This is an optimization exercise on Yosys and OpenROAD, whose aim is small area, not a production implementation. In this exercise RTL edits were held to simulation tests only and were not proved equivalent to the original.

`design/flow/config.mk`:
```
export PLATFORM = sky130hd
export DESIGN_NAME = lane_rank_cic
export DESIGN_NICKNAME = lane_rank_cic
export VERILOG_FILES = /design/flow/design.v
export SDC_FILE = /design/flow/constraint.sdc
export NUM_CORES = 4
export LEC_CHECK = 0
export CAP_MARGIN = 20
export CORE_MARGIN = 2
export CORE_UTILIZATION = 40
export CTS_CLUSTER_DIAMETER = 100
export CTS_CLUSTER_SIZE = 28
export SLEW_MARGIN = 20
export SYNTH_HIERARCHICAL = 1
export SYNTH_MINIMUM_KEEP_SIZE = 0
```
`design/flow/run.sh`:
```
#!/bin/bash
# synth_recipe.tcl (not shown) runs the flow's synth.tcl, then flattens the netlist and writes it again
# the make line also repeats each setting of config.mk as NAME=value (left out here)
make -C /OpenROAD-flow-scripts/flow DESIGN_CONFIG=/design/flow/config.mk WORK_HOME=/design/flow/orfs CLKGATE_MAP_FILE= SYNTH_SCRIPT=/design/flow/synth_recipe.tcl finish
```
`design/flow/constraint.sdc`:
```
create_clock -name core_clock -period 16.0 [get_ports {clk}]
set_input_delay 3.2000 -clock core_clock [delete_from_list [all_inputs] [get_ports {clk}]]
set_output_delay 3.2000 -clock core_clock [all_outputs]
set_load 0.01 [all_outputs]
```
`design/flow/design.v`:
```
module lane_rank_cic (
    input  wire               clk,
    input  wire               rst,
    input  wire [3:0]         cfg_rank_taps,    
    input  wire [2:0]         cfg_cic_order,    
    input  wire               cfg_cic_m,        
    input  wire [16:0]        cfg_cic_ratio,    
    input  wire [17:0]        cfg_cic_gain,     
    input  wire [5:0]         cfg_cic_shift,    
    input  wire               in_valid,
    input  wire signed [15:0] in_data,
    output reg                out_valid,
    output reg  signed [15:0] out_data,
    output reg                out_sat
);
    integer i, j, s;
    genvar gs, gj;
    wire take = in_valid & ~rst;
    wire l4   = |cfg_cic_ratio[16:2];           
    reg  [16:0] cnt;
    wire        strobe = (cnt == 17'd1);
    always @(posedge clk) begin
        if (rst)
            cnt <= 17'd1;
        else if (in_valid)
            cnt <= strobe ? cfg_cic_ratio : cnt - 17'd1;
    end
    reg  signed [15:0] win [0:8];        
    reg         [35:0] pb;               
    wire        [7:0]  le_new;           
    function integer pidx(input integer a, input integer b);
        pidx = b * (b - 1) / 2 + a;
    endfunction
    wire [15:0] nin = ~in_data;
    generate
        for (gj = 0; gj < 8; gj = gj + 1) begin : g_cmp
            lane_le u_le (.na(nin), .b(win[gj]), .le(le_new[gj]));
        end
    endgenerate
    always @(posedge clk) begin
        if (in_valid) begin
            for (i = 8; i > 0; i = i - 1)
                win[i] <= win[i-1];
            win[0] <= in_data;
            for (j = 1; j < 8; j = j + 1)
                for (i = 0; i < j; i = i + 1)
                    pb[pidx(i + 1, j + 1)] <= pb[pidx(i, j)];
            for (j = 0; j < 8; j = j + 1)
                pb[pidx(0, j + 1)] <= le_new[j];
        end
    end
    reg  [3:1] kr;
    always @(posedge clk)
        kr <= cfg_rank_taps[3:1];
    wire [8:0] inc = {{2{kr[3]}}, {2{kr[3] | kr[2] & kr[1]}}, {2{kr[3] | kr[2]}}, 3'b111};
    wire [2:0] half = kr;
    reg  [8*9-1:0] abits;
    wire [4*9-1:0] ahead;
    reg  [8:0]  sel;
    reg  signed [15:0] median;
    always @(*) begin
        for (j = 0; j < 9; j = j + 1)
            for (i = 0; i < 9; i = i + 1)
                if (i < j)
                    abits[8*j+i] = inc[i] & pb[pidx(i, j)];
                else if (i > j)
                    abits[8*j+i-1] = inc[i] & ~pb[pidx(j, i)];
    end
    generate
        for (gj = 0; gj < 9; gj = gj + 1) begin : g_pc
            lane_pop8 u_pc (.b(abits[8*gj +: 8]), .n(ahead[4*gj +: 4]));
        end
    endgenerate
    always @(*) begin
        median = 16'sd0;
        for (j = 0; j < 9; j = j + 1) begin
            sel[j] = inc[j] && ahead[4*j +: 4] == {1'b0, half};
            median = median | (win[j] & {16{sel[j]}});
        end
    end
    reg  [3:0]  vd;                  
    reg  [3:1]  sd;                  
    reg  [15:0] ig [1:5][0:3];
    reg  [2:0]  cy [1:5];            
    wire [5:2]  inj;                 
    assign inj[2] = cfg_cic_order == 3'd4;
    assign inj[3] = cfg_cic_order == 3'd3;
    assign inj[4] = cfg_cic_order == 3'd2;
    assign inj[5] = cfg_cic_order == 3'd1;
    wire [16*20-1:0] isum;
    wire [20-1:0]    ico;
    generate
        for (gs = 1; gs <= 5; gs = gs + 1) begin : g_is
            for (gj = 0; gj < 4; gj = gj + 1) begin : g_ij
                wire [15:0] med = (gj == 0) ? median : {16{sd[gj]}};
                wire [15:0] add;
                if (gs == 1) begin : b1
                    assign add = med & {16{vd[gj]}};
                end else begin : bn
                    assign add = (inj[gs] ? med : isum[16*((gs-2)*4+gj) +: 16]) & {16{vd[gj]}};
                end
                lane_add16 u_add (
                    .a  (ig[gs][gj]),
                    .b  (add),
                    .ci ((gj == 0) ? 1'b0 : cy[gs][gj-1]),
                    .s  (isum[16*((gs-1)*4+gj) +: 16]),
                    .co (ico[(gs-1)*4+gj])
                );
            end
        end
    endgenerate
    always @(posedge clk) begin
        if (rst)
            vd <= 4'd0;
        else
            vd <= {vd[2:0], take};
        sd <= {sd[2:1], median[15]};
        for (s = 1; s <= 5; s = s + 1) begin
            for (j = 0; j < 4; j = j + 1)
                ig[s][j] <= isum[16*((s-1)*4+j) +: 16];
            cy[s] <= ico[(s-1)*4 +: 3];
        end
    end
    reg         ev;                  
    reg  [3:0]  pr;                  
    always @(posedge clk) begin
        if (rst) begin
            ev <= 1'b0;
            pr <= 4'd0;
        end else begin
            ev <= take & strobe;
            pr <= {pr[2:0], ev};
        end
    end
    wire proc  = pr[0] | pr[1] | (l4 & (pr[2] | pr[3]));
    wire plast = l4 ? pr[3] : pr[1];
    wire [15:0] dig = ({16{pr[0]}} & ig[5][0]) | ({16{pr[1]}} & ig[5][1]) |
                      ({16{l4 & pr[2]}} & ig[5][2]) | ({16{l4 & pr[3]}} & ig[5][3]);
    reg  [15:0] dl [1:5][0:7];
    reg  [5:1]  cw;                  
    wire [5:1]  cco;
    wire [16*6-1:0] u;               
    wire [5:1]  cact;                
    assign cact[1] = 1'b1;
    assign cact[2] = cfg_cic_order >= 3'd2;
    assign cact[3] = cfg_cic_order >= 3'd3;
    assign cact[4] = cfg_cic_order >= 3'd4;
    assign cact[5] = cfg_cic_order >= 3'd5;
    wire p3 = cfg_cic_m ^ l4;        
    wire p1 = ~cfg_cic_m & ~l4;      
    assign u[15:0] = dig;
    generate
        for (gs = 1; gs <= 5; gs = gs + 1) begin : g_cs
            lane_add16 u_sub (
                .a  (u[16*(gs-1) +: 16]),
                .b  (~(dl[gs][0] & {16{cact[gs]}})),
                .ci (pr[0] | cw[gs]),
                .s  (u[16*gs +: 16]),
                .co (cco[gs])
            );
        end
    endgenerate
    always @(posedge clk) begin
        cw <= cco;
        if (proc) begin
            for (s = 1; s <= 5; s = s + 1) begin
                dl[s][7] <= u[16*(s-1) +: 16];
                dl[s][6] <= dl[s][7];
                dl[s][5] <= dl[s][6];
                dl[s][4] <= dl[s][5];
                dl[s][3] <= p3 ? u[16*(s-1) +: 16] : dl[s][4];
                dl[s][2] <= dl[s][3];
                dl[s][1] <= p1 ? u[16*(s-1) +: 16] : dl[s][2];
                dl[s][0] <= dl[s][1];
            end
        end
    end
    reg         yv, yfirst, ylast;
    reg  [15:0] yd;
    always @(posedge clk) begin
        if (rst)
            yv <= 1'b0;
        else
            yv <= proc;
        yfirst <= pr[0];
        ylast  <= plast;
        yd     <= u[16*5 +: 16];
    end
    reg  [19:0] g3;
    wire [19:0] g3n;
    wire [18:0] g3c;
    assign g3c[0] = 1'b0;
    generate
        for (gj = 0; gj < 18; gj = gj + 1) begin : g_g3
            lane_fa f (.a(cfg_cic_gain[gj]), .b((gj == 0) ? 1'b0 : cfg_cic_gain[gj-1]),
                       .c(g3c[gj]), .s(g3n[gj]), .co(g3c[gj+1]));
        end
    endgenerate
    lane_ha u_g3h (.a(cfg_cic_gain[17]), .b(g3c[18]), .s(g3n[18]), .co(g3n[19]));
    always @(posedge clk)
        g3 <= g3n;
    reg  [19:0] nhi;                 
    reg  [47:0] ndr;                 
    wire [35:0] nan;
    lane_mul u_mul (
        .yd   (yd),
        .sgn  (ylast & yd[15]),
        .g    (cfg_cic_gain),
        .g3   (g3),
        .nhin (nhi | {20{yfirst}}),
        .nan  (nan)
    );
    reg         xv;
    always @(posedge clk) begin
        if (rst)
            xv <= 1'b0;
        else
            xv <= yv & ylast;
        nhi <= nan[35:16];
        ndr <= {nan[15:0], ndr[47:16]};
    end
    wire [19:0] hi = ~nhi;
    wire [47:0] dr = ~ndr;
    wire [65:0] w   = {hi[17:0], dr};
    wire        neg = hi[17];
    wire [6:0]  sh  = {1'b0, cfg_cic_shift} + {1'b0, ~l4, 5'd0};
    reg  [32:0] v;                   
    always @(*) begin
        case (sh[6:4])
            3'd0:    v = w[32:0];
            3'd1:    v = w[48:16];
            3'd2:    v = w[64:32];
            3'd3:    v = {{15{neg}}, w[65:48]};
            3'd4:    v = {{31{neg}}, w[65:64]};
            default: v = {33{neg}};
        endcase
    end
    wire [17:0] q   = v >> sh[3:0];
    reg  [48:0] msk;
    always @(*)
        for (i = 0; i < 49; i = i + 1)
            msk[i] = i >= sh;
    wire        fits = ~|((w[65:17] ^ {49{neg}}) & msk);
    wire [18:0] z  = {q[17], q} + 19'd1;
    wire [17:0] ov = z[18:1];
    wire        over  = fits ? (~ov[17] & (ov[16] | ov[15])) : ~neg;
    wire        under = fits ? (ov[17] & ~(ov[16] & ov[15])) : neg;
    reg  [3:0]  qo;
    wire [4:0]  nm  = cfg_cic_m ? {1'b0, cfg_cic_order, 1'b0} : {2'b0, cfg_cic_order};
    wire [2:0]  km2 = cfg_rank_taps[2:0] - 3'd2;      
    wire        rs  = ~|cfg_cic_ratio[16:3];          
    wire [2:0]  r3  = cfg_cic_ratio[2:0];
    wire [2:0]  cc  = 3'd1 + {2'd0, rs & ({1'b0, km2} > {1'b0, r3})}
                           + {2'd0, rs & ({1'b0, km2} > {r3, 1'b0})}
                           + {2'd0, rs & ({2'b0, km2} > ({1'b0, r3, 1'b0} + {2'b0, r3}))};
    wire [4:0]  thr = nm + {2'd0, cc};
    wire        ok  = {1'b0, qo} >= thr;
    always @(posedge clk) begin
        if (rst) begin
            qo        <= 4'd0;
            out_valid <= 1'b0;
        end else begin
            if (xv && qo != 4'd15)
                qo <= qo + 4'd1;
            out_valid <= xv & ok;
        end
        out_sat  <= over | under;
        out_data <= over ? 16'sh7fff : under ? 16'sh8000 : ov[15:0];
    end
endmodule
module lane_le (
    input  wire [15:0] na,
    input  wire [15:0] b,
    output wire        le
);
    wire [16:0] c;
    assign c[0] = 1'b1;
    genvar k;
    generate
        for (k = 0; k < 16; k = k + 1) begin : g_b
            if (k == 15) begin : s
                lane_maj m (.a(~b[k]), .b(~na[k]), .c(c[k]), .y(c[k+1]));
            end else begin : u
                lane_maj m (.a(b[k]), .b(na[k]), .c(c[k]), .y(c[k+1]));
            end
        end
    endgenerate
    assign le = c[16];
endmodule
module lane_maj (
    input  wire a,
    input  wire b,
    input  wire c,
    output wire y
);
    assign y = (a & b) | (a & c) | (b & c);
endmodule
module lane_pop8 (
    input  wire [7:0] b,
    output wire [3:0] n
);
    wire s1, c1, s2, c2, s3, c3, c4, s5, c5, c6;
    lane_fa f1 (.a(b[0]), .b(b[1]), .c(b[2]), .s(s1), .co(c1));
    lane_fa f2 (.a(b[3]), .b(b[4]), .c(b[5]), .s(s2), .co(c2));
    lane_fa f3 (.a(s1), .b(s2), .c(b[6]), .s(s3), .co(c3));
    lane_ha h4 (.a(s3), .b(b[7]), .s(n[0]), .co(c4));
    lane_fa f5 (.a(c1), .b(c2), .c(c3), .s(s5), .co(c5));
    lane_ha h6 (.a(s5), .b(c4), .s(n[1]), .co(c6));
    lane_ha h7 (.a(c5), .b(c6), .s(n[2]), .co(n[3]));
endmodule
module lane_add16 (
    input  wire [15:0] a,
    input  wire [15:0] b,
    input  wire        ci,
    output wire [15:0] s,
    output wire        co
);
    wire [16:0] c;
    assign c[0] = ci;
    assign co   = c[16];
    genvar k;
    generate
        for (k = 0; k < 16; k = k + 1) begin : g_b
            lane_fa f (.a(a[k]), .b(b[k]), .c(c[k]), .s(s[k]), .co(c[k+1]));
        end
    endgenerate
endmodule
module lane_fa (
    input  wire a,
    input  wire b,
    input  wire c,
    output wire s,
    output wire co
);
    assign s  = a ^ b ^ c;
    assign co = (a & b) | (a & c) | (b & c);
endmodule
module lane_ha (
    input  wire a,
    input  wire b,
    output wire s,
    output wire co
);
    assign s  = a ^ b;
    assign co = a & b;
endmodule
module lane_mul (
    input  wire [15:0] yd,
    input  wire        sgn,
    input  wire [17:0] g,
    input  wire [19:0] g3,
    input  wire [19:0] nhin,
    output wire [35:0] nan
);
    wire [19:0] g1 = {2'b00, g};
    wire [19:0] g2 = {1'b0, g, 1'b0};
    genvar j;
    wire [19:0] npr0;
    wire s1_0 = ~yd[1] & yd[0];
    wire s2_0 = yd[1] & ~yd[0];
    wire s3_0 = yd[1] & yd[0];
    generate
        for (j = 0; j < 20; j = j + 1) begin : g_p0
            lane_aoi222 u (.s1(s1_0), .a(g1[j]), .s2(s2_0), .b(g2[j]), .s3(s3_0), .c(g3[j]), .y(npr0[j]));
        end
    endgenerate
    wire [19:0] npr1;
    wire s1_1 = ~yd[3] & yd[2];
    wire s2_1 = yd[3] & ~yd[2];
    wire s3_1 = yd[3] & yd[2];
    generate
        for (j = 0; j < 20; j = j + 1) begin : g_p1
            lane_aoi222 u (.s1(s1_1), .a(g1[j]), .s2(s2_1), .b(g2[j]), .s3(s3_1), .c(g3[j]), .y(npr1[j]));
        end
    endgenerate
    wire [19:0] npr2;
    wire s1_2 = ~yd[5] & yd[4];
    wire s2_2 = yd[5] & ~yd[4];
    wire s3_2 = yd[5] & yd[4];
    generate
        for (j = 0; j < 20; j = j + 1) begin : g_p2
            lane_aoi222 u (.s1(s1_2), .a(g1[j]), .s2(s2_2), .b(g2[j]), .s3(s3_2), .c(g3[j]), .y(npr2[j]));
        end
    endgenerate
    wire [19:0] npr3;
    wire s1_3 = ~yd[7] & yd[6];
    wire s2_3 = yd[7] & ~yd[6];
    wire s3_3 = yd[7] & yd[6];
    generate
        for (j = 0; j < 20; j = j + 1) begin : g_p3
            lane_aoi222 u (.s1(s1_3), .a(g1[j]), .s2(s2_3), .b(g2[j]), .s3(s3_3), .c(g3[j]), .y(npr3[j]));
        end
    endgenerate
    wire [19:0] npr4;
    wire s1_4 = ~yd[9] & yd[8];
    wire s2_4 = yd[9] & ~yd[8];
    wire s3_4 = yd[9] & yd[8];
    generate
        for (j = 0; j < 20; j = j + 1) begin : g_p4
            lane_aoi222 u (.s1(s1_4), .a(g1[j]), .s2(s2_4), .b(g2[j]), .s3(s3_4), .c(g3[j]), .y(npr4[j]));
        end
    endgenerate
    wire [19:0] npr5;
    wire s1_5 = ~yd[11] & yd[10];
    wire s2_5 = yd[11] & ~yd[10];
    wire s3_5 = yd[11] & yd[10];
    generate
        for (j = 0; j < 20; j = j + 1) begin : g_p5
            lane_aoi222 u (.s1(s1_5), .a(g1[j]), .s2(s2_5), .b(g2[j]), .s3(s3_5), .c(g3[j]), .y(npr5[j]));
        end
    endgenerate
    wire [19:0] npr6;
    wire s1_6 = ~yd[13] & yd[12];
    wire s2_6 = yd[13] & ~yd[12];
    wire s3_6 = yd[13] & yd[12];
    generate
        for (j = 0; j < 20; j = j + 1) begin : g_p6
            lane_aoi222 u (.s1(s1_6), .a(g1[j]), .s2(s2_6), .b(g2[j]), .s3(s3_6), .c(g3[j]), .y(npr6[j]));
        end
    endgenerate
    wire [19:0] npr7;
    wire s1_7 = ~yd[15] & yd[14];
    wire s2_7 = yd[15] & ~yd[14];
    wire s3_7 = yd[15] & yd[14];
    generate
        for (j = 0; j < 20; j = j + 1) begin : g_p7
            lane_aoi222 u (.s1(s1_7), .a(g1[j]), .s2(s2_7), .b(g2[j]), .s3(s3_7), .c(g3[j]), .y(npr7[j]));
        end
    endgenerate
    wire m1, m2;
    lane_fa fm1 (.a(npr0[16]), .b(npr1[14]), .c(npr2[12]), .s(m1), .co(m2));
    wire m3, m4;
    lane_fa fm3 (.a(npr0[17]), .b(npr1[15]), .c(npr2[13]), .s(m3), .co(m4));
    wire m5, m6;
    lane_fa fm5 (.a(npr0[18]), .b(npr1[16]), .c(npr2[14]), .s(m5), .co(m6));
    wire m7, m8;
    lane_fa fm7 (.a(npr0[19]), .b(npr1[17]), .c(npr2[15]), .s(m7), .co(m8));
    wire m9, m10;
    lane_fa fm9 (.a(npr3[13]), .b(npr4[11]), .c(1'b1), .s(m9), .co(m10));
    wire m11, m12;
    lane_fa fm11 (.a(npr1[18]), .b(npr2[16]), .c(npr3[14]), .s(m11), .co(m12));
    wire m13, m14;
    lane_fa fm13 (.a(npr1[19]), .b(npr2[17]), .c(1'b1), .s(m13), .co(m14));
    wire m15, m16;
    lane_fa fm15 (.a(npr0[10]), .b(npr1[8]), .c(1'b1), .s(m15), .co(m16));
    wire m17, m18;
    lane_fa fm17 (.a(npr0[11]), .b(npr1[9]), .c(npr2[7]), .s(m17), .co(m18));
    wire m19, m20;
    lane_fa fm19 (.a(npr0[12]), .b(npr1[10]), .c(npr2[8]), .s(m19), .co(m20));
    wire m21, m22;
    lane_fa fm21 (.a(npr3[6]), .b(npr4[4]), .c(1'b1), .s(m21), .co(m22));
    wire m23, m24;
    lane_fa fm23 (.a(npr0[13]), .b(npr1[11]), .c(npr2[9]), .s(m23), .co(m24));
    wire m25, m26;
    lane_fa fm25 (.a(npr3[7]), .b(npr4[5]), .c(npr5[3]), .s(m25), .co(m26));
    wire m27, m28;
    lane_fa fm27 (.a(npr0[14]), .b(npr1[12]), .c(npr2[10]), .s(m27), .co(m28));
    wire m29, m30;
    lane_fa fm29 (.a(npr3[8]), .b(npr4[6]), .c(npr5[4]), .s(m29), .co(m30));
    wire m31, m32;
    lane_fa fm31 (.a(npr6[2]), .b(npr7[0]), .c(1'b1), .s(m31), .co(m32));
    wire m33, m34;
    lane_fa fm33 (.a(npr0[15]), .b(npr1[13]), .c(npr2[11]), .s(m33), .co(m34));
    wire m35, m36;
    lane_fa fm35 (.a(npr3[9]), .b(npr4[7]), .c(npr5[5]), .s(m35), .co(m36));
    wire m37, m38;
    lane_fa fm37 (.a(npr6[3]), .b(npr7[1]), .c(nhin[15]), .s(m37), .co(m38));
    wire m39, m40;
    lane_fa fm39 (.a(npr3[10]), .b(npr4[8]), .c(npr5[6]), .s(m39), .co(m40));
    wire m41, m42;
    lane_fa fm41 (.a(npr6[4]), .b(npr7[2]), .c(~(sgn & ~g[0])), .s(m41), .co(m42));
    wire m43, m44;
    lane_fa fm43 (.a(~sgn), .b(nhin[16]), .c(m1), .s(m43), .co(m44));
    wire m45, m46;
    lane_fa fm45 (.a(npr3[11]), .b(npr4[9]), .c(npr5[7]), .s(m45), .co(m46));
    wire m47, m48;
    lane_fa fm47 (.a(npr6[5]), .b(npr7[3]), .c(~(sgn & ~g[1])), .s(m47), .co(m48));
    wire m49, m50;
    lane_fa fm49 (.a(nhin[17]), .b(m3), .c(m2), .s(m49), .co(m50));
    wire m51, m52;
    lane_fa fm51 (.a(npr3[12]), .b(npr4[10]), .c(npr5[8]), .s(m51), .co(m52));
    wire m53, m54;
    lane_fa fm53 (.a(npr6[6]), .b(npr7[4]), .c(~(sgn & ~g[2])), .s(m53), .co(m54));
    wire m55, m56;
    lane_fa fm55 (.a(nhin[18]), .b(m5), .c(m4), .s(m55), .co(m56));
    wire m57, m58;
    lane_fa fm57 (.a(npr5[9]), .b(npr6[7]), .c(npr7[5]), .s(m57), .co(m58));
    wire m59, m60;
    lane_fa fm59 (.a(~(sgn & ~g[3])), .b(~nhin[19]), .c(1'b0), .s(m59), .co(m60));
    wire m61, m62;
    lane_fa fm61 (.a(m7), .b(m9), .c(m6), .s(m61), .co(m62));
    wire m63, m64;
    lane_fa fm63 (.a(npr4[12]), .b(npr5[10]), .c(npr6[8]), .s(m63), .co(m64));
    wire m65, m66;
    lane_fa fm65 (.a(npr7[6]), .b(~(sgn & ~g[4])), .c(1'b0), .s(m65), .co(m66));
    wire m67, m68;
    lane_fa fm67 (.a(m11), .b(m8), .c(m10), .s(m67), .co(m68));
    wire m69, m70;
    lane_fa fm69 (.a(npr3[15]), .b(npr4[13]), .c(npr5[11]), .s(m69), .co(m70));
    wire m71, m72;
    lane_fa fm71 (.a(npr6[9]), .b(npr7[7]), .c(~(sgn & ~g[5])), .s(m71), .co(m72));
    wire m73, m74;
    lane_fa fm73 (.a(1'b0), .b(m13), .c(m12), .s(m73), .co(m74));
    wire m75, m76;
    lane_fa fm75 (.a(npr2[18]), .b(npr3[16]), .c(npr4[14]), .s(m75), .co(m76));
    wire m77, m78;
    lane_fa fm77 (.a(npr5[12]), .b(npr6[10]), .c(npr7[8]), .s(m77), .co(m78));
    wire m79, m80;
    lane_fa fm79 (.a(~(sgn & ~g[6])), .b(1'b0), .c(m14), .s(m79), .co(m80));
    wire m81, m82;
    lane_fa fm81 (.a(npr2[19]), .b(npr3[17]), .c(npr4[15]), .s(m81), .co(m82));
    wire m83, m84;
    lane_fa fm83 (.a(npr5[13]), .b(npr6[11]), .c(npr7[9]), .s(m83), .co(m84));
    wire m85, m86;
    lane_fa fm85 (.a(~(sgn & ~g[7])), .b(1'b0), .c(1'b1), .s(m85), .co(m86));
    wire m87, m88;
    lane_fa fm87 (.a(npr3[18]), .b(npr4[16]), .c(npr5[14]), .s(m87), .co(m88));
    wire m89, m90;
    lane_fa fm89 (.a(npr6[12]), .b(npr7[10]), .c(~(sgn & ~g[8])), .s(m89), .co(m90));
    wire m91, m92;
    lane_fa fm91 (.a(npr3[19]), .b(npr4[17]), .c(npr5[15]), .s(m91), .co(m92));
    wire m93, m94;
    lane_fa fm93 (.a(npr6[13]), .b(npr7[11]), .c(1'b1), .s(m93), .co(m94));
    wire m95, m96;
    lane_fa fm95 (.a(npr4[18]), .b(npr5[16]), .c(npr6[14]), .s(m95), .co(m96));
    wire m97, m98;
    lane_fa fm97 (.a(npr4[19]), .b(npr5[17]), .c(1'b1), .s(m97), .co(m98));
    wire m99, m100;
    lane_fa fm99 (.a(npr0[6]), .b(npr1[4]), .c(1'b1), .s(m99), .co(m100));
    wire m101, m102;
    lane_fa fm101 (.a(npr0[7]), .b(npr1[5]), .c(npr2[3]), .s(m101), .co(m102));
    wire m103, m104;
    lane_fa fm103 (.a(npr0[8]), .b(npr1[6]), .c(npr2[4]), .s(m103), .co(m104));
    wire m105, m106;
    lane_fa fm105 (.a(npr3[2]), .b(npr4[0]), .c(1'b1), .s(m105), .co(m106));
    wire m107, m108;
    lane_fa fm107 (.a(npr0[9]), .b(npr1[7]), .c(npr2[5]), .s(m107), .co(m108));
    wire m109, m110;
    lane_fa fm109 (.a(npr3[3]), .b(npr4[1]), .c(nhin[9]), .s(m109), .co(m110));
    wire m111, m112;
    lane_fa fm111 (.a(npr2[6]), .b(npr3[4]), .c(npr4[2]), .s(m111), .co(m112));
    wire m113, m114;
    lane_fa fm113 (.a(npr5[0]), .b(nhin[10]), .c(m15), .s(m113), .co(m114));
    wire m115, m116;
    lane_fa fm115 (.a(npr3[5]), .b(npr4[3]), .c(npr5[1]), .s(m115), .co(m116));
    wire m117, m118;
    lane_fa fm117 (.a(nhin[11]), .b(m17), .c(m16), .s(m117), .co(m118));
    wire m119, m120;
    lane_fa fm119 (.a(npr5[2]), .b(npr6[0]), .c(nhin[12]), .s(m119), .co(m120));
    wire m121, m122;
    lane_fa fm121 (.a(m19), .b(m21), .c(m18), .s(m121), .co(m122));
    wire m123, m124;
    lane_fa fm123 (.a(npr6[1]), .b(nhin[13]), .c(m23), .s(m123), .co(m124));
    wire m125, m126;
    lane_fa fm125 (.a(m25), .b(m20), .c(m22), .s(m125), .co(m126));
    wire m127, m128;
    lane_fa fm127 (.a(nhin[14]), .b(m27), .c(m29), .s(m127), .co(m128));
    wire m129, m130;
    lane_fa fm129 (.a(m31), .b(m24), .c(m26), .s(m129), .co(m130));
    wire m131, m132;
    lane_fa fm131 (.a(m33), .b(m35), .c(m37), .s(m131), .co(m132));
    wire m133, m134;
    lane_fa fm133 (.a(m28), .b(m30), .c(m32), .s(m133), .co(m134));
    wire m135, m136;
    lane_fa fm135 (.a(m39), .b(m41), .c(m43), .s(m135), .co(m136));
    wire m137, m138;
    lane_fa fm137 (.a(m34), .b(m36), .c(m38), .s(m137), .co(m138));
    wire m139, m140;
    lane_fa fm139 (.a(m45), .b(m47), .c(m49), .s(m139), .co(m140));
    wire m141, m142;
    lane_fa fm141 (.a(m40), .b(m42), .c(m44), .s(m141), .co(m142));
    wire m143, m144;
    lane_fa fm143 (.a(m51), .b(m53), .c(m55), .s(m143), .co(m144));
    wire m145, m146;
    lane_fa fm145 (.a(m46), .b(m48), .c(m50), .s(m145), .co(m146));
    wire m147, m148;
    lane_fa fm147 (.a(m57), .b(m59), .c(m61), .s(m147), .co(m148));
    wire m149, m150;
    lane_fa fm149 (.a(m52), .b(m54), .c(m56), .s(m149), .co(m150));
    wire m151, m152;
    lane_fa fm151 (.a(m63), .b(m65), .c(m67), .s(m151), .co(m152));
    wire m153, m154;
    lane_fa fm153 (.a(m58), .b(m60), .c(m62), .s(m153), .co(m154));
    wire m155, m156;
    lane_fa fm155 (.a(m69), .b(m71), .c(m73), .s(m155), .co(m156));
    wire m157, m158;
    lane_fa fm157 (.a(m64), .b(m66), .c(m68), .s(m157), .co(m158));
    wire m159, m160;
    lane_fa fm159 (.a(m75), .b(m77), .c(m79), .s(m159), .co(m160));
    wire m161, m162;
    lane_fa fm161 (.a(m70), .b(m72), .c(m74), .s(m161), .co(m162));
    wire m163, m164;
    lane_fa fm163 (.a(m81), .b(m83), .c(m85), .s(m163), .co(m164));
    wire m165, m166;
    lane_fa fm165 (.a(m76), .b(m78), .c(m80), .s(m165), .co(m166));
    wire m167, m168;
    lane_fa fm167 (.a(1'b0), .b(m87), .c(m89), .s(m167), .co(m168));
    wire m169, m170;
    lane_fa fm169 (.a(m82), .b(m84), .c(m86), .s(m169), .co(m170));
    wire m171, m172;
    lane_fa fm171 (.a(~(sgn & ~g[9])), .b(1'b0), .c(m91), .s(m171), .co(m172));
    wire m173, m174;
    lane_fa fm173 (.a(m93), .b(m88), .c(m90), .s(m173), .co(m174));
    wire m175, m176;
    lane_fa fm175 (.a(npr7[12]), .b(~(sgn & ~g[10])), .c(1'b0), .s(m175), .co(m176));
    wire m177, m178;
    lane_fa fm177 (.a(m95), .b(m92), .c(m94), .s(m177), .co(m178));
    wire m179, m180;
    lane_fa fm179 (.a(npr6[15]), .b(npr7[13]), .c(~(sgn & ~g[11])), .s(m179), .co(m180));
    wire m181, m182;
    lane_fa fm181 (.a(1'b0), .b(m97), .c(m96), .s(m181), .co(m182));
    wire m183, m184;
    lane_fa fm183 (.a(npr5[18]), .b(npr6[16]), .c(npr7[14]), .s(m183), .co(m184));
    wire m185, m186;
    lane_fa fm185 (.a(~(sgn & ~g[12])), .b(1'b0), .c(m98), .s(m185), .co(m186));
    wire m187, m188;
    lane_fa fm187 (.a(npr5[19]), .b(npr6[17]), .c(npr7[15]), .s(m187), .co(m188));
    wire m189, m190;
    lane_fa fm189 (.a(~(sgn & ~g[13])), .b(1'b0), .c(1'b1), .s(m189), .co(m190));
    wire m191, m192;
    lane_fa fm191 (.a(npr6[18]), .b(npr7[16]), .c(~(sgn & ~g[14])), .s(m191), .co(m192));
    wire m193, m194;
    lane_fa fm193 (.a(npr6[19]), .b(npr7[17]), .c(1'b1), .s(m193), .co(m194));
    wire m195, m196;
    lane_fa fm195 (.a(npr0[4]), .b(npr1[2]), .c(1'b1), .s(m195), .co(m196));
    wire m197, m198;
    lane_fa fm197 (.a(npr0[5]), .b(npr1[3]), .c(npr2[1]), .s(m197), .co(m198));
    wire m199, m200;
    lane_fa fm199 (.a(npr2[2]), .b(npr3[0]), .c(nhin[6]), .s(m199), .co(m200));
    wire m201, m202;
    lane_fa fm201 (.a(npr3[1]), .b(nhin[7]), .c(m101), .s(m201), .co(m202));
    wire m203, m204;
    lane_fa fm203 (.a(nhin[8]), .b(m103), .c(m105), .s(m203), .co(m204));
    wire m205, m206;
    lane_fa fm205 (.a(m107), .b(m109), .c(m104), .s(m205), .co(m206));
    wire m207, m208;
    lane_fa fm207 (.a(m111), .b(m113), .c(m108), .s(m207), .co(m208));
    wire m209, m210;
    lane_fa fm209 (.a(m115), .b(m117), .c(m112), .s(m209), .co(m210));
    wire m211, m212;
    lane_fa fm211 (.a(m119), .b(m121), .c(m116), .s(m211), .co(m212));
    wire m213, m214;
    lane_fa fm213 (.a(m123), .b(m125), .c(m120), .s(m213), .co(m214));
    wire m215, m216;
    lane_fa fm215 (.a(m127), .b(m129), .c(m124), .s(m215), .co(m216));
    wire m217, m218;
    lane_fa fm217 (.a(m131), .b(m133), .c(m128), .s(m217), .co(m218));
    wire m219, m220;
    lane_fa fm219 (.a(m135), .b(m137), .c(m132), .s(m219), .co(m220));
    wire m221, m222;
    lane_fa fm221 (.a(m139), .b(m141), .c(m136), .s(m221), .co(m222));
    wire m223, m224;
    lane_fa fm223 (.a(m143), .b(m145), .c(m140), .s(m223), .co(m224));
    wire m225, m226;
    lane_fa fm225 (.a(m147), .b(m149), .c(m144), .s(m225), .co(m226));
    wire m227, m228;
    lane_fa fm227 (.a(m151), .b(m153), .c(m148), .s(m227), .co(m228));
    wire m229, m230;
    lane_fa fm229 (.a(m155), .b(m157), .c(m152), .s(m229), .co(m230));
    wire m231, m232;
    lane_fa fm231 (.a(m159), .b(m161), .c(m156), .s(m231), .co(m232));
    wire m233, m234;
    lane_fa fm233 (.a(m163), .b(m165), .c(m160), .s(m233), .co(m234));
    wire m235, m236;
    lane_fa fm235 (.a(m167), .b(m169), .c(m164), .s(m235), .co(m236));
    wire m237, m238;
    lane_fa fm237 (.a(m171), .b(m173), .c(m168), .s(m237), .co(m238));
    wire m239, m240;
    lane_fa fm239 (.a(m175), .b(m177), .c(m172), .s(m239), .co(m240));
    wire m241, m242;
    lane_fa fm241 (.a(m179), .b(m181), .c(m176), .s(m241), .co(m242));
    wire m243, m244;
    lane_fa fm243 (.a(m183), .b(m185), .c(m180), .s(m243), .co(m244));
    wire m245, m246;
    lane_fa fm245 (.a(m187), .b(m189), .c(m184), .s(m245), .co(m246));
    wire m247, m248;
    lane_fa fm247 (.a(1'b0), .b(m191), .c(m188), .s(m247), .co(m248));
    wire m249, m250;
    lane_fa fm249 (.a(~(sgn & ~g[15])), .b(1'b0), .c(m193), .s(m249), .co(m250));
    wire m251, m252;
    lane_fa fm251 (.a(npr7[18]), .b(~(sgn & ~g[16])), .c(1'b0), .s(m251), .co(m252));
    wire m253, m254;
    lane_fa fm253 (.a(npr7[19]), .b(~(sgn & ~g[17])), .c(1'b1), .s(m253), .co(m254));
    wire m255, m256;
    lane_fa fm255 (.a(npr0[2]), .b(npr1[0]), .c(1'b1), .s(m255), .co(m256));
    wire m257, m258;
    lane_fa fm257 (.a(npr0[3]), .b(npr1[1]), .c(nhin[3]), .s(m257), .co(m258));
    wire m259, m260;
    lane_fa fm259 (.a(npr2[0]), .b(nhin[4]), .c(m195), .s(m259), .co(m260));
    wire m261, m262;
    lane_fa fm261 (.a(nhin[5]), .b(m197), .c(m196), .s(m261), .co(m262));
    wire m263, m264;
    lane_fa fm263 (.a(m99), .b(m199), .c(m198), .s(m263), .co(m264));
    wire m265, m266;
    lane_fa fm265 (.a(m100), .b(m201), .c(m200), .s(m265), .co(m266));
    wire m267, m268;
    lane_fa fm267 (.a(m102), .b(m203), .c(m202), .s(m267), .co(m268));
    wire m269, m270;
    lane_fa fm269 (.a(m106), .b(m205), .c(m204), .s(m269), .co(m270));
    wire m271, m272;
    lane_fa fm271 (.a(m110), .b(m207), .c(m206), .s(m271), .co(m272));
    wire m273, m274;
    lane_fa fm273 (.a(m114), .b(m209), .c(m208), .s(m273), .co(m274));
    wire m275, m276;
    lane_fa fm275 (.a(m118), .b(m211), .c(m210), .s(m275), .co(m276));
    wire m277, m278;
    lane_fa fm277 (.a(m122), .b(m213), .c(m212), .s(m277), .co(m278));
    wire m279, m280;
    lane_fa fm279 (.a(m126), .b(m215), .c(m214), .s(m279), .co(m280));
    wire m281, m282;
    lane_fa fm281 (.a(m130), .b(m217), .c(m216), .s(m281), .co(m282));
    wire m283, m284;
    lane_fa fm283 (.a(m134), .b(m219), .c(m218), .s(m283), .co(m284));
    wire m285, m286;
    lane_fa fm285 (.a(m138), .b(m221), .c(m220), .s(m285), .co(m286));
    wire m287, m288;
    lane_fa fm287 (.a(m142), .b(m223), .c(m222), .s(m287), .co(m288));
    wire m289, m290;
    lane_fa fm289 (.a(m146), .b(m225), .c(m224), .s(m289), .co(m290));
    wire m291, m292;
    lane_fa fm291 (.a(m150), .b(m227), .c(m226), .s(m291), .co(m292));
    wire m293, m294;
    lane_fa fm293 (.a(m154), .b(m229), .c(m228), .s(m293), .co(m294));
    wire m295, m296;
    lane_fa fm295 (.a(m158), .b(m231), .c(m230), .s(m295), .co(m296));
    wire m297, m298;
    lane_fa fm297 (.a(m162), .b(m233), .c(m232), .s(m297), .co(m298));
    wire m299, m300;
    lane_fa fm299 (.a(m166), .b(m235), .c(m234), .s(m299), .co(m300));
    wire m301, m302;
    lane_fa fm301 (.a(m170), .b(m237), .c(m236), .s(m301), .co(m302));
    wire m303, m304;
    lane_fa fm303 (.a(m174), .b(m239), .c(m238), .s(m303), .co(m304));
    wire m305, m306;
    lane_fa fm305 (.a(m178), .b(m241), .c(m240), .s(m305), .co(m306));
    wire m307, m308;
    lane_fa fm307 (.a(m182), .b(m243), .c(m242), .s(m307), .co(m308));
    wire m309, m310;
    lane_fa fm309 (.a(m186), .b(m245), .c(m244), .s(m309), .co(m310));
    wire m311, m312;
    lane_fa fm311 (.a(m190), .b(m247), .c(m246), .s(m311), .co(m312));
    wire m313, m314;
    lane_fa fm313 (.a(m192), .b(m249), .c(m248), .s(m313), .co(m314));
    wire m315, m316;
    lane_fa fm315 (.a(m194), .b(m251), .c(m250), .s(m315), .co(m316));
    wire m317, m318;
    lane_fa fm317 (.a(1'b0), .b(m253), .c(m252), .s(m317), .co(m318));
    wire m319, m320;
    lane_fa fm319 (.a(~sgn), .b(1'b0), .c(m254), .s(m319), .co(m320));
    wire m321, m322;
    lane_fa fm321 (.a(~sgn), .b(1'b0), .c(1'b1), .s(m321), .co(m322));
    wire [35:0] ra = {m321, m319, m317, m315, m313, m311, m309, m307, m305, m303, m301, m299, m297, m295, m293, m291, m289, m287, m285, m283, m281, m279, m277, m275, m273, m271, m269, m267, m265, m263, m261, m259, m257, nhin[2], npr0[1], npr0[0]};
    wire [35:0] rb = {m320, m318, m316, m314, m312, m310, m308, m306, m304, m302, m300, m298, m296, m294, m292, m290, m288, m286, m284, m282, m280, m278, m276, m274, m272, m270, m268, m266, m264, m262, m260, m258, m256, m255, nhin[1], nhin[0]};
    wire [16:0] lo;
    wire [20:0] h0, h1;
    wire [19:0] s0, s1;
    assign lo[0] = 1'b1;
    assign h0[0] = 1'b1;
    assign h1[0] = 1'b0;
    genvar k;
    generate
        for (k = 0; k < 16; k = k + 1) begin : g_lo
            lane_fa f (.a(ra[k]), .b(rb[k]), .c(lo[k]), .s(nan[k]), .co(lo[k+1]));
        end
        for (k = 0; k < 20; k = k + 1) begin : g_hi
            lane_fa f0 (.a(ra[k+16]), .b(rb[k+16]), .c(h0[k]), .s(s0[k]), .co(h0[k+1]));
            lane_fa f1 (.a(ra[k+16]), .b(rb[k+16]), .c(h1[k]), .s(s1[k]), .co(h1[k+1]));
        end
    endgenerate
    assign nan[35:16] = lo[16] ? s0 : s1;
endmodule
module lane_aoi222 (
    input  wire s1,
    input  wire a,
    input  wire s2,
    input  wire b,
    input  wire s3,
    input  wire c,
    output wire y
);
    assign y = ~((s1 & a) | (s2 & b) | (s3 & c));
endmodule
```
==> results.toml, run 1 <==
[global_routing]
antenna_found_initial = 9
track_usage_pct = 17.97
first_global_vias = 39520
grt-ovfl-total = 0
grt_pass1_wl_um = 238200
grt_start_max_net_pins = 191

[yosys]
synth_edf_count = 820
async_reset_ff_share_pct = 0
synth.avg_cell_area_um2 = 14.38
syn_inst = 4561
synth.ff_latch_count = 1322
yosys_warnings = 15
synth.distinct_cells = 95
yosysSeqAreaShare_pct = 52.86
synth-main-ff-cell = "edfxtp_1"
synth_area_um2 = 65590

[detailed_routing]
remaining_drc_errors = 0
drt.antenna.violating_nets = 0
vias = 38120
wire_per_inst_um = 21.72
dr.first_iter.drc_count = 4682
vias_per_cell = 5.520
totalWireLength_um = 150000
firstDrtPassIters = 21

[setup_path]
crit_type = "flop to flop"
critPathMaxStageDelay_ns = 0.67
arrival_ns = 15.18
required_ns = 16.60
critPathMaxFanout = 16
crit_path_top_delay_cell = "nor2_1"
start_kind = "flop"
cp-end-kind = "flop"
path_delay_family = "adder cells"
crit_top_cell = "fa_1"
path_buf_inv = 1

[placement]
gp_congestion = 0.9390
hpwl_um = 103900
port-buffer-count = 85

[sta]
finalSetupViolCount = 0
worstMarginPinSlew_ns = 1.169
tns_ns = 0
rsz0062_at_grt = "no"
final.period_utilization_pct = 91.07
relSlewSlack_pct = 20.97
skew_ns = 0.06803
fmax_mhz = 68.63
final-hold-violation-count = 0
finalCriticalPeriod_ns = 14.57
maxSlewViolCount = 0

[floorplanning]
num_rows = 148
fp.dieW_um = 408.9
start_util_pct = 40.30
io_pins = 86
die_area_um2 = 167200
core_um2 = 162800
die_y_um = 408.9

[clock_network]
clock_latency_ns = 0.75
cts_num_sinks = 1322
clk_pin_slew_ns = 0.11
cts_tree = "done"
cts_root_buf = "clkbuf_16"
ctsHoldBuffers = 0
post-cts-setup-buffers = 0
htreeDepth = 2
cts_resized = 0
clk_path_buf_depth = 3
numCtsBuffers = 60

[final_layout]
final_util_pct = 43.92
drive_gt1_share_pct = 11.82
syn_to_final_growth_pct = 9.000
num-nets-final = 5477

[flow_run]
drv_cap = 0

[min_path]
worstHoldPathType = "flop to flop"

[outcome]
status = "no timing/DRC/antenna violations"
cell usage in the layout (no fill, tap or decap), types with 23 or more instances in the layout:
master,instances
o21ai_0,85
a222oi_1,192
o22ai_1,33
nand3_1,28
a221oi_1,31
a22o_1,24
nor2b_1,78
nor2_1,163
nand2_1,427
or2_2,37
nand2b_1,25
o221ai_1,25
a22oi_1,38
a21oi_1,98
xnor2_1,23
clkdlybuf4s50_1,82
a21boi_0,197
conb_1,83
clkbuf_1,29
maj3_2,128
o211a_1,66
ha_1,49
clkbuf_16,62
xor2_1,38
dfxtp_1,500
nor3_1,27
fa_1,674
edfxtp_1,820
buf_4,106
inv_1,107
mux2_2,134
cell usage after synthesis (20+ instances only):
master,number,area share (%)
edfxtp_1,820,38
xnor2_1,23,0.31
nor2_1,163,0.93
nand2_1,427,2.4
o221ai_1,25,0.33
a22o_1,24,0.32
a21oi_1,98,0.75
and2_1,22,0.21
nor3_1,30,0.23
fa_1,674,21
clkbuf_1,158,0.90
o211a_1,66,1.0
a221oi_1,31,0.41
ha_1,51,0.97
a21boi_0,197,2.3
inv_1,107,0.61
or2_2,37,0.35
nor2b_1,85,0.81
nand3_1,28,0.21
nand2b_1,25,0.24
a22oi_1,38,0.43
mux2_4,20,0.46
a222oi_1,192,2.9
buf_2,20,0.15
o21ai_0,85,0.65
xor2_1,38,0.51
mux2_2,134,2.3
maj3_2,128,2.2
o22ai_1,33,0.31
dfxtp_1,502,15
worst paths after layout:
kind	start	end	slack (ns)	cells past startpoint
setup / recovery	kr[3]$_DFF_P_	ig[16][15]$_DFF_P_	1.43	39
hold reg to reg	dl[19][7]$_DFFE_PP_	dl[18][7]$_DFFE_PP_	0.37	0
setup reg to reg	kr[3]$_DFF_P_	ig[16][15]$_DFF_P_	1.43	39
hold / removal	dl[19][7]$_DFFE_PP_	dl[18][7]$_DFFE_PP_	0.37	0
cells by family after synthesis:
logic type / after synthesis / share of synthesized area [%]
compound gates: 937 / 11.28
other cells: 11 / 0.06295
mux: 168 / 2.997
buf+inv: 314 / 1.898
xor+xnor: 61 / 0.8146
fa+ha+maj: 853 / 23.74
flops: 1322 / 52.86
simple gates: 895 / 6.337
modules after synthesis (local to each module, per instance), a selection:
module	area [um2]	flip-flops and latches
lane_le	11.26	0
lane_fa	20.02	0
lane_maj	11.26	0
lane_rank_cic	48060	1322
lane_mul	611.8	0
lane_aoi222	10.01	0
lane_ha	12.51	0
flip-flops by register name, summed over array words and instances (netlist names), 15 cells and up:
register	cells
g3	20
yd	16
pb	36
dl	640
ndr	48
cnt	17
out_data	16
nhi	20
ig	320
cy	15
win	144
layout make-up:
class | count | area (um2)
fill | 14600 | 91280
sequential | 1322 | 34680
multi-input combinational | 2997 | 30060
tap | 2175 | 2721
timing repair buffer | 193 | 1680
clock buffer | 91 | 1660
inverter | 110 | 412.9
clock inverter | 17 | 275.3
antenna | 1 | 2.502
metrics by stage:
stage / cell area [um2] / cells / setup slack [ns] / hold WS [ns]
detailed placement: 69550 / 6797 / 0.8095 / 0.3670
CTS: 71490 / 6905 / 1.294 / 0.3693
floorplan: 65860 / 4633 / 1.882 / 0.3509
finish: 71490 / 6906 / 1.428 / 0.3662
global route: 71490 / 6905 / 0.7013 / 0.3916
global placement: 69540 / 6797 / 0.5929 / 0.3653
routing by layer:
| layer | GRT usage, % | up-vias | wire length [um] |
|---|---|---|---|
| met4 | 4.059 | 12 | 3073 |
| met3 | 2.886 | 200 | 9109 |
| li1 | - | 16950 | - |
| met5 | 0 | - | 64 |
| met1 | 26.17 | 19690 | 67870 |
| met2 | 28.28 | 1271 | 69890 |
==> run 2, diff against run 1 <==
--- a/design/flow/config.mk
+++ b/design/flow/config.mk
@@ -9,7 +9,7 @@
 export CORE_MARGIN = 2
 export CORE_UTILIZATION = 40
 export CTS_CLUSTER_DIAMETER = 100
-export CTS_CLUSTER_SIZE = 28
+export CTS_CLUSTER_SIZE = 20
 export SLEW_MARGIN = 20
 export SYNTH_HIERARCHICAL = 1
 export SYNTH_MINIMUM_KEEP_SIZE = 0
==> run 2 against run 1 <==
Net effect: worst hold slack improved by 0.020 ns; setup slack got worse by 0.033 ns; die area unchanged; sequential cell count unchanged; non-clock buffer count did not move; first-iteration DRC count up 1.3%; area after synthesis stayed put; clock skew shrank 0.031 ns; register-to-register slack got worse by 0.03 ns; critical endpoint unchanged; largest cell class unchanged.
==> results.toml, run 2 <==
[outcome]
status = "no timing/DRC/antenna violations"

[flow_run]
drv_cap = 0

[detailed_routing]
wire_per_inst_um = 21.67
remaining_drc_errors = 0
totalWireLength_um = 150400
vias_per_cell = 5.502
firstDrtPassIters = 17
dr.first_iter.drc_count = 4743
vias = 38190
drt.antenna.violating_nets = 0

[clock_network]
ctsHoldBuffers = 0
cts_root_buf = "clkbuf_16"
cts_num_sinks = 1322
clock_latency_ns = 0.71
cts_tree = "done"
numCtsBuffers = 81
clk_pin_slew_ns = 0.08
post-cts-setup-buffers = 0
cts_resized = 0
htreeDepth = 3
clk_path_buf_depth = 3

[final_layout]
largest_reg_flops = 640
regArea_um2 = 34680
fill_cells = 14560
largest_register = "dl"
layout_commonest_cell = "edfxtp_1"
multiInputGateArea_um2 = 30060
syn_to_final_growth_pct = 9.803
final_cell_mix = "820 x edfxtp_1, 674 x fa_1, 500 x dfxtp_1"
drive_gt1_share_pct = 12.15
num-nets-final = 5498
largest_registers = "dl (640), ig (320), win (144)"

[yosys]
synth.avg_cell_area_um2 = 14.38
synth.ff_latch_count = 1322
synthTopCellsByCount = "820 x edfxtp_1, 674 x fa_1, 502 x dfxtp_1"
synth_area_leader_cell = "edfxtp_1"
syn_inst = 4561
yosysSeqAreaShare_pct = 52.86
async_reset_ff_share_pct = 0
synth.most_common_cell = "edfxtp_1"
synth-main-ff-cell = "edfxtp_1"
yosys_warnings = 15
synth_top_area_share_pct = 37.54
synth.distinct_cells = 95
synth.area.top_cells = "edfxtp_1 38%, fa_1 21%, dfxtp_1 15%"
synth_edf_count = 820
synth_area_um2 = 65590

[floorplanning]
die_y_um = 408.9
die_area_um2 = 167200
core_um2 = 162800
start_util_pct = 40.30
num_rows = 148
io_pins = 86
fp.dieW_um = 408.9

[sta]
final.period_utilization_pct = 91.28
final-hold-violation-count = 0
worstMarginPinSlew_ns = 1.259
finalSetupViolCount = 0
tns_ns = 0
fmax_mhz = 68.47
maxSlewViolCount = 0
rsz0062_at_grt = "no"
postLayoutSetupSlackWorst_ns = 1.395
finalCriticalPeriod_ns = 14.60
relSlewSlack_pct = 14.88
skew_ns = 0.03703

[setup_path]
crit_top_cell = "fa_1"
start_kind = "flop"
crit_path_top_delay_cell = "nor2_1"
r2r_start = "kr[3]$_DFF_P_"
critPathMaxStageDelay_ns = 0.67
required_ns = 16.56
cp-end-kind = "flop"
crit_path_end = "ig[16][15]$_DFF_P_"
r2r_setup_slack_ns = 1.40
reg2regPathDepth = 39
critPathMaxFanout = 16
startpoint = "kr[3]$_DFF_P_"
crit_type = "flop to flop"
reg2reg_to = "ig[16][15]$_DFF_P_"
arrival_ns = 15.16

[global_routing]
antenna_found_initial = 9
first_global_vias = 39700
grt-ovfl-total = 0
grt_start_max_net_pins = 191
track_usage_pct = 18.12
grt_pass1_wl_um = 239000

[placement]
place_ws_ns = 0.8095
hpwl_um = 103900
gp_congestion = 0.9390
port-buffer-count = 85

[min_path]
worstHoldPathType = "flop to flop"
==> run 2: layer usage <==
metal | share of wire (%) | global-route usage, % | vias up
li1 | - | - | 17010
met1 | 45 | 26.05 | 19690
met2 | 46 | 28.42 | 1253
met3 | 6.7 | 3.206 | 234
met4 | 2.2 | 4.619 | 12
met5 | 0.042 | 0 | -
==> run 2: worst min path at each step <==
stage                          from         endpoint  slack [ns]  cells past startpoint
global route        ndr[19]$_DFF_P_   ndr[3]$_DFF_P_        0.39                      0
CTS                 ndr[31]$_DFF_P_  ndr[15]$_DFF_P_        0.38                      0
finish              ndr[31]$_DFF_P_  ndr[15]$_DFF_P_        0.39                      0
global placement    ndr[16]$_DFF_P_   ndr[0]$_DFF_P_        0.37                      0
detailed placement  ndr[16]$_DFF_P_   ndr[0]$_DFF_P_        0.37                      0
floorplan           ndr[16]$_DFF_P_   ndr[0]$_DFF_P_        0.35                      0
==> run 2: kinds of logic (layout without fill, tap and decap cells) <==
kind of cell	count (synthesis)	count (layout)	synth area share (%)
AND/OR/NAND/NOR	895	895	6.337
XOR/XNOR	61	61	0.8146
other	11	84	0.06295
buffers and inverters	314	446	1.898
AO/OA/AOI/OAI	937	937	11.28
adder cells (fa/ha/maj)	853	853	23.74
multiplexers	168	168	2.997
flip-flops	1322	1322	52.86
==> run 2: modules after synthesis, one instance, submodules excluded, a selection <==
module / cells / times used
lane_aoi222: 1 / 160
lane_fa: 1 / 671
lane_ha: 1 / 28
lane_le: 3 / 8
lane_maj: 1 / 128
lane_mul: 69 / 1
lane_rank_cic: 3481 / 1
==> run 2: final cells by class <==
type / count / area share, %
multi-input combinational: 2997 / 41.74
clock inverter: 16 / 0.3058
inverter: 110 / 0.5733
sequential: 1322 / 48.15
clock buffer: 127 / 3.113
tap: 2175 / 3.779
timing repair buffer: 193 / 2.333
antenna: 1 / 0.003475
==> run 2: stage by stage <==
step	utilization (%)	instances	cell area, um2	hold WS (ns)
5_1_grt	44.24	6940	72020	0.3921
3_3_place_gp	42.72	6797	69540	0.3653
2_1_floorplan	-	4633	65860	0.3509
6_report	44.25	6941	72020	0.3858
3_5_place_dp	42.73	6797	69550	0.3670
4_1_cts	44.24	6940	72010	0.3848
==> run 2: worst max-delay path, delay by kind of cell (launching register included) <==
| kind | cells | cell delay (ns) |
|---|---|---|
| and+or+nand+nor | 4 | 1.07 |
| AOI/OAI and AO/OA | 8 | 1.97 |
| DFF | 1 | 0.55 |
| buffers and inverters | 1 | 0.25 |
| muxes | 1 | 0.28 |
| adders and majority gates | 25 | 10.34 |
==> run 3, diff against run 2 <==
--- a/design/flow/design.v
+++ b/design/flow/design.v
@@ -9,9 +9,9 @@
     input  wire [5:0]         cfg_cic_shift,    
     input  wire               in_valid,
     input  wire signed [15:0] in_data,
-    output reg                out_valid,
-    output reg  signed [15:0] out_data,
-    output reg                out_sat
+    output wire               out_valid,
+    output wire signed [15:0] out_data,
+    output wire               out_sat
 );
     integer i, j, s;
     genvar gs, gj;
@@ -87,22 +87,24 @@
     assign inj[3] = cfg_cic_order == 3'd3;
     assign inj[4] = cfg_cic_order == 3'd2;
     assign inj[5] = cfg_cic_order == 3'd1;
+    localparam [5:1] INV = 5'b01010;   
     wire [16*20-1:0] isum;
     wire [20-1:0]    ico;
     generate
         for (gs = 1; gs <= 5; gs = gs + 1) begin : g_is
             for (gj = 0; gj < 4; gj = gj + 1) begin : g_ij
                 wire [15:0] med = (gj == 0) ? median : {16{sd[gj]}};
-                wire [15:0] add;
+                wire [15:0] add;             
                 if (gs == 1) begin : b1
                     assign add = med & {16{vd[gj]}};
                 end else begin : bn
-                    assign add = (inj[gs] ? med : isum[16*((gs-2)*4+gj) +: 16]) & {16{vd[gj]}};
+                    wire [15:0] prev = isum[16*((gs-2)*4+gj) +: 16] ^ {16{INV[gs-1]}};
+                    assign add = (inj[gs] ? med : prev) & {16{vd[gj]}};
                 end
                 lane_add16 u_add (
                     .a  (ig[gs][gj]),
-                    .b  (add),
-                    .ci ((gj == 0) ? 1'b0 : cy[gs][gj-1]),
+                    .b  (add ^ {16{INV[gs]}}),
+                    .ci ((gj == 0) ? INV[gs] : cy[gs][gj-1]),
                     .s  (isum[16*((gs-1)*4+gj) +: 16]),
                     .co (ico[(gs-1)*4+gj])
                 );
@@ -146,14 +148,25 @@
     assign cact[3] = cfg_cic_order >= 3'd3;
     assign cact[4] = cfg_cic_order >= 3'd4;
     assign cact[5] = cfg_cic_order >= 3'd5;
-    wire p3 = cfg_cic_m ^ l4;        
-    wire p1 = ~cfg_cic_m & ~l4;      
+    wire t0 = cfg_cic_m & l4;        
+    wire t4 = cfg_cic_m ^ l4;        
+    wire t6 = ~cfg_cic_m & ~l4;      
     assign u[15:0] = dig;
     generate
         for (gs = 1; gs <= 5; gs = gs + 1) begin : g_cs
+            wire [15:0] nsub;            
+            genvar gb;
+            for (gb = 0; gb < 16; gb = gb + 1) begin : g_t
+                lane_aoi222 u_t (
+                    .s1 (t0 & cact[gs]), .a (dl[gs][0][gb]),
+                    .s2 (t4 & cact[gs]), .b (dl[gs][4][gb]),
+                    .s3 (t6 & cact[gs]), .c (dl[gs][6][gb]),
+                    .y  (nsub[gb])
+                );
+            end
             lane_add16 u_sub (
                 .a  (u[16*(gs-1) +: 16]),
-                .b  (~(dl[gs][0] & {16{cact[gs]}})),
+                .b  (nsub),
                 .ci (pr[0] | cw[gs]),
                 .s  (u[16*gs +: 16]),
                 .co (cco[gs])
@@ -165,13 +178,8 @@
         if (proc) begin
             for (s = 1; s <= 5; s = s + 1) begin
                 dl[s][7] <= u[16*(s-1) +: 16];
-                dl[s][6] <= dl[s][7];
-                dl[s][5] <= dl[s][6];
-                dl[s][4] <= dl[s][5];
-                dl[s][3] <= p3 ? u[16*(s-1) +: 16] : dl[s][4];
-                dl[s][2] <= dl[s][3];
-                dl[s][1] <= p1 ? u[16*(s-1) +: 16] : dl[s][2];
-                dl[s][0] <= dl[s][1];
+                for (i = 0; i < 7; i = i + 1)
+                    dl[s][i] <= dl[s][i+1];
             end
         end
     end
@@ -224,23 +232,26 @@
     wire [65:0] w   = {hi[17:0], dr};
     wire        neg = hi[17];
     wire [6:0]  sh  = {1'b0, cfg_cic_shift} + {1'b0, ~l4, 5'd0};
-    reg  [32:0] v;                   
-    always @(*) begin
-        case (sh[6:4])
-            3'd0:    v = w[32:0];
-            3'd1:    v = w[48:16];
-            3'd2:    v = w[64:32];
-            3'd3:    v = {{15{neg}}, w[65:48]};
-            3'd4:    v = {{31{neg}}, w[65:64]};
-            default: v = {33{neg}};
-        endcase
-    end
-    wire [17:0] q   = v >> sh[3:0];
-    reg  [48:0] msk;
+    wire [5:0]  cs = 6'd1 << sh[6:4];
+    wire [98:0] wx = {{33{neg}}, w};
+    reg  [32:0] v;
+    always @(*)
+        for (i = 0; i < 33; i = i + 1)
+            v[i] = (cs[0] & wx[i]) | (cs[1] & wx[i+16]) | (cs[2] & wx[i+32]) |
+                   (cs[3] & wx[i+48]) | (cs[4] & wx[i+64]) | (cs[5] & neg);
+    wire [24:0] f8 = sh[3] ? v[32:8] : v[24:0];
+    wire [20:0] f4 = sh[2] ? f8[24:4] : f8[20:0];
+    wire [18:0] f2 = sh[1] ? f4[20:2] : f4[18:0];
+    wire [17:0] q  = sh[0] ? f2[18:1] : f2[17:0];
+    wire [3:0]  b4  = sh[3:0];
+    wire        e49 = &(w[64:49] ~^ {16{neg}});
+    wire        e33 = e49 & (&(w[48:33] ~^ {16{neg}}));
+    wire        upper = (sh[6:4] == 3'd0) ? e33 : (sh[6:4] == 3'd1) ? e49 : 1'b1;
+    reg  [15:0] mmsk;
     always @(*)
-        for (i = 0; i < 49; i = i + 1)
-            msk[i] = i >= sh;
-    wire        fits = ~|((w[65:17] ^ {49{neg}}) & msk);
+        for (i = 0; i < 16; i = i + 1)
+            mmsk[i] = i >= b4;
+    wire        fits = upper & ~|((v[32:17] ^ {16{neg}}) & mmsk);
     wire [18:0] z  = {q[17], q} + 19'd1;
     wire [17:0] ov = z[18:1];
     wire        over  = fits ? (~ov[17] & (ov[16] | ov[15])) : ~neg;
@@ -256,17 +267,14 @@
     wire [4:0]  thr = nm + {2'd0, cc};
     wire        ok  = {1'b0, qo} >= thr;
     always @(posedge clk) begin
-        if (rst) begin
-            qo        <= 4'd0;
-            out_valid <= 1'b0;
-        end else begin
-            if (xv && qo != 4'd15)
-                qo <= qo + 4'd1;
-            out_valid <= xv & ok;
-        end
-        out_sat  <= over | under;
-        out_data <= over ? 16'sh7fff : under ? 16'sh8000 : ov[15:0];
-    end
+        if (rst)
+            qo <= 4'd0;
+        else if (xv && qo != 4'd15)
+            qo <= qo + 4'd1;
+    end
+    assign out_valid = xv & ok;
+    assign out_sat   = over | under;
+    assign out_data  = over ? 16'sh7fff : under ? 16'sh8000 : ov[15:0];
 endmodule
 module lane_le (
     input  wire [15:0] na,
--- a/design/flow/config.mk
+++ b/design/flow/config.mk
@@ -9,7 +9,7 @@
 export CORE_MARGIN = 2
 export CORE_UTILIZATION = 40
 export CTS_CLUSTER_DIAMETER = 100
-export CTS_CLUSTER_SIZE = 20
+export CTS_CLUSTER_SIZE = 24
 export SLEW_MARGIN = 20
 export SYNTH_HIERARCHICAL = 1
 export SYNTH_MINIMUM_KEEP_SIZE = 0
==> run 3 against run 2 <==
Net effect: still clean on timing, DRC and antenna; area after synthesis is 4.2% lower; synthesized cell count is 10% lower; utilization is 0.14 points lower; cell area is 4.3% lower; die area is 4.1% lower; sequential cell count is 18 lower; global-route usage is 0.53 points lower; via count is 7.0% lower; fmax is 0.14% lower; critical endpoint is now out_data[3].
==> results.toml, run 3 <==
[final_layout]
largest_register = "dl"
instances_no_fill = 6386
num-nets-final = 5074
largest_reg_flops = 640
final_cell_mix = "820 x edfxtp_1, 674 x fa_1, 483 x dfxtp_1"
largest_registers = "dl (640), ig (320), win (144)"
layout_commonest_cell = "edfxtp_1"
n_antenna_cell = 0
drive_gt1_share_pct = 10.47
syn_to_final_growth_pct = 9.596

[min_path]
hold_end = "ndr[3]$_DFF_P_"
holdPathStages = 0
worstHoldPathType = "flop to flop"
hold_start = "ndr[19]$_DFF_P_"

[global_routing]
antenna_found_initial = 7
track_usage_pct = 17.59
grt-ovfl-total = 0
grt_start_max_net_pins = 214
first_global_vias = 36400
grt_pass1_wl_um = 222100

[yosys]
synth-main-ff-cell = "edfxtp_1"
synth_fa_ha_area_share_pct = 24.77
synth.ff_latch_count = 1304
synth_compound_area_share_pct = 10.55
syn_inst = 4104
yosysSeqAreaShare_pct = 54.59
synth_top_family_by_area = "adder cells"
synth_area_leader_cell = "edfxtp_1"
synth.avg_cell_area_um2 = 15.32
synth.most_common_cell = "edfxtp_1"
synth_xor_area_share_pct = 0.5295
synth_edf_count = 820
synth_top_area_share_pct = 39.17
synth_area_um2 = 62860
yosys.area_share.simple_pct = 6.326
yosys_warnings = 15
synth.area.top_cells = "edfxtp_1 39%, fa_1 21%, dfxtp_1 15%"
synth.distinct_cells = 97
muxShareOfSynthArea_pct = 1.545
async_reset_ff_share_pct = 0
synthTopCellsByCount = "820 x edfxtp_1, 674 x fa_1, 484 x dfxtp_1"

[setup_path]
crit_type = "input pin to primary output"
r2r_start = "kr[1]$_DFF_P_"
r2r_setup_slack_ns = 1.68
path_buf_inv = 3
path_cells = "clkdlybuf4s50_1 -> nor4_1 -> nand4_1 -> nor2_1 -> ha_1 -> buf_4 -> nor2_2 -> a22oi_1 -> a22oi_1 -> o2111ai_1 -> and2_1 -> mux2i_1 -> ha_1 -> nand2_1 -> o32ai_1 -> o2111ai_1 -> nor4_1 -> xnor2_1 -> mux2i_4 -> a21oi_2 -> o21ai_0 -> clkdlybuf4s50_1"
critPathMaxStageDelay_ns = 0.94
required_ns = 12.80
start_kind = "input pin"
reg2reg_to = "cy[5][0]$_DFF_P_"
cp-end-kind = "primary output"
reg2regPathDepth = 43
crit_path_top_delay_cell = "nor4_1"
arrival_ns = 11.43
critPathMaxFanout = 25
path_delay_family = "simple AND/OR/NAND/NOR gates"

[detailed_routing]
vias_per_cell = 5.562
remaining_drc_errors = 0
vias = 35520
totalWireLength_um = 140400
firstDrtPassIters = 13
dr.first_iter.drc_count = 4851
drt.antenna.violating_nets = 0
wire_per_inst_um = 21.98

[clock_network]
cts_num_sinks = 1304
cts_resized = 0
clock_latency_ns = 0.69
clk_pin_slew_ns = 0.09
numCtsBuffers = 67
post-cts-setup-buffers = 0
ctsHoldBuffers = 0
htreeDepth = 3
clk_path_buf_depth = 3
cts_root_buf = "clkbuf_16"
cts_tree = "done"

[sta]
worstMarginPinSlew_ns = 1.117
fmax_mhz = 68.38
rsz0062_at_grt = "no"
tns_ns = 0
final-hold-violation-count = 0
final.period_utilization_pct = 91.41
skew_ns = 0.03899
maxSlewViolCount = 0
finalSetupViolCount = 0
relSlewSlack_pct = 25.54
finalCriticalPeriod_ns = 14.63

[flow_run]
drv_cap = 0

[placement]
dp_cells = 6269
port-buffer-count = 85
gp_congestion = 0.8983
hpwl_um = 99500

[floorplanning]
fp.dieW_um = 400.4
die_y_um = 400.4
num_rows = 145
core_um2 = 156200
start_util_pct = 40.24
io_pins = 86
die_area_um2 = 160300

[outcome]
status = "no timing/DRC/antenna violations"
==> run 3: worst max path at each step <==
stage | startpoint | to | cells past startpoint
final | cfg_cic_ratio[12] | out_data[3] | 22
after floorplan | cfg_cic_gain[14] | nhi[19]$_DFF_P_ | 27
after detailed placement | cfg_cic_ratio[12] | yd[15]$_DFF_P_ | 29
after CTS | cfg_cic_ratio[12] | out_data[3] | 22
after global placement | cfg_cic_gain[11] | nhi[19]$_DFF_P_ | 29
after global routing | cfg_cic_ratio[12] | out_data[3] | 22
==> run 3: cell type report <==
type	instances	area, um2
repair buffers	199	1750
fillers	13850	87310
clock buffers	103	1876
flip-flops and latches	1304	34310
multi-input cells	2630	27900
well taps	2058	2575
inverters	79	296.5
clock inverters	13	185.2
==> run 3: metrics by stage <==
stage	worst slack [ns]	hold WS [ns]	util [%]	area, um2
6_report	1.375	0.3620	44.10	68890
5_1_grt	0.8571	0.3597	44.10	68890
4_1_cts	1.487	0.3529	44.08	68850
3_5_place_dp	0.8309	0.3586	42.76	66790
3_3_place_gp	0.9217	0.3547	42.76	66790
2_1_floorplan	1.882	0.3441	-	63130
==> run 3: worst reg2reg max path: cells and delay by family, from the launching register on <==
family / cells / cell delay (ns)
compound gates: 4 / 0.94
simple gates: 10 / 1.77
xor+xnor: 1 / 0.13
fa+ha+maj: 25 / 10.28
flops: 1 / 0.54
mux: 2 / 0.29
buf+inv: 1 / 0.28
==> run 3: kinds of logic (layout without fill, tap and decap cells) <==
| group | count (synthesis) | count (layout) |
|---|---|---|
| AOI/OAI and AO/OA | 845 | 845 |
| DFF | 1304 | 1304 |
| xor gates and xnor gates | 38 | 38 |
| adders and majority gates | 853 | 853 |
| muxes | 83 | 83 |
| buffers and inverters | 241 | 394 |
| other | 12 | 83 |
| and+or+nand+nor | 728 | 728 |
==> run 3: per-layer routing <==
| metal | GRT usage, % | part of all wire [%] |
|---|---|---|
| met1 | 26.87 | 47 |
| met2 | 26.08 | 44 |
| met5 | 0 | 0.029 |
| met4 | 3.708 | 1.8 |
| met3 | 3.350 | 7.5 |
==> run 3: per-module statistics from Yosys (local to each module, per instance), excerpt <==
module       copies in the design  area, um2
lane_fa                       671      20.02
lane_maj                      128      11.26
lane_le                         8      11.26
lane_ha                        28      12.51
lane_mul                        1      611.8
lane_aoi222                   240      10.01

## static timing again, ports no longer ideal
The flow's constraints put no driver on any port. The routed layouts listed below were extracted and timed again, unchanged, in two steps.
Step 1, drivers: a clkbuf_16 drives clk and a buf_2 each remaining input, both assumed.
Step 2 adds t to the input delays and takes it off the output delays; t is the mean of the earliest and latest rising clock arrival at the registers after step 1. Input paths then give back, and output paths get back, about the clock's delay inside the block.
a / b / c = ideal ports / drivers / drivers and shift; a / b = the first two.
| run | shift t [ns] | slack for setup (ns) | worst data-port slew with drivers (ns) |
|---|---|---|---|
| run 1 | 0.792 | 1.428 / 1.428 / 0.886 | 0.21 |
| run 2 | 0.769 | 1.395 / 1.395 / 0.868 | 0.21 |
| run 3 | 0.747 | 1.375 / 1.349 / 0.756 | 0.16 |
After both steps every run listed still meets setup and hold. The setup slack of run 3, which loses most, moves by -0.026 ns with the drivers and by -0.619 ns with both steps.
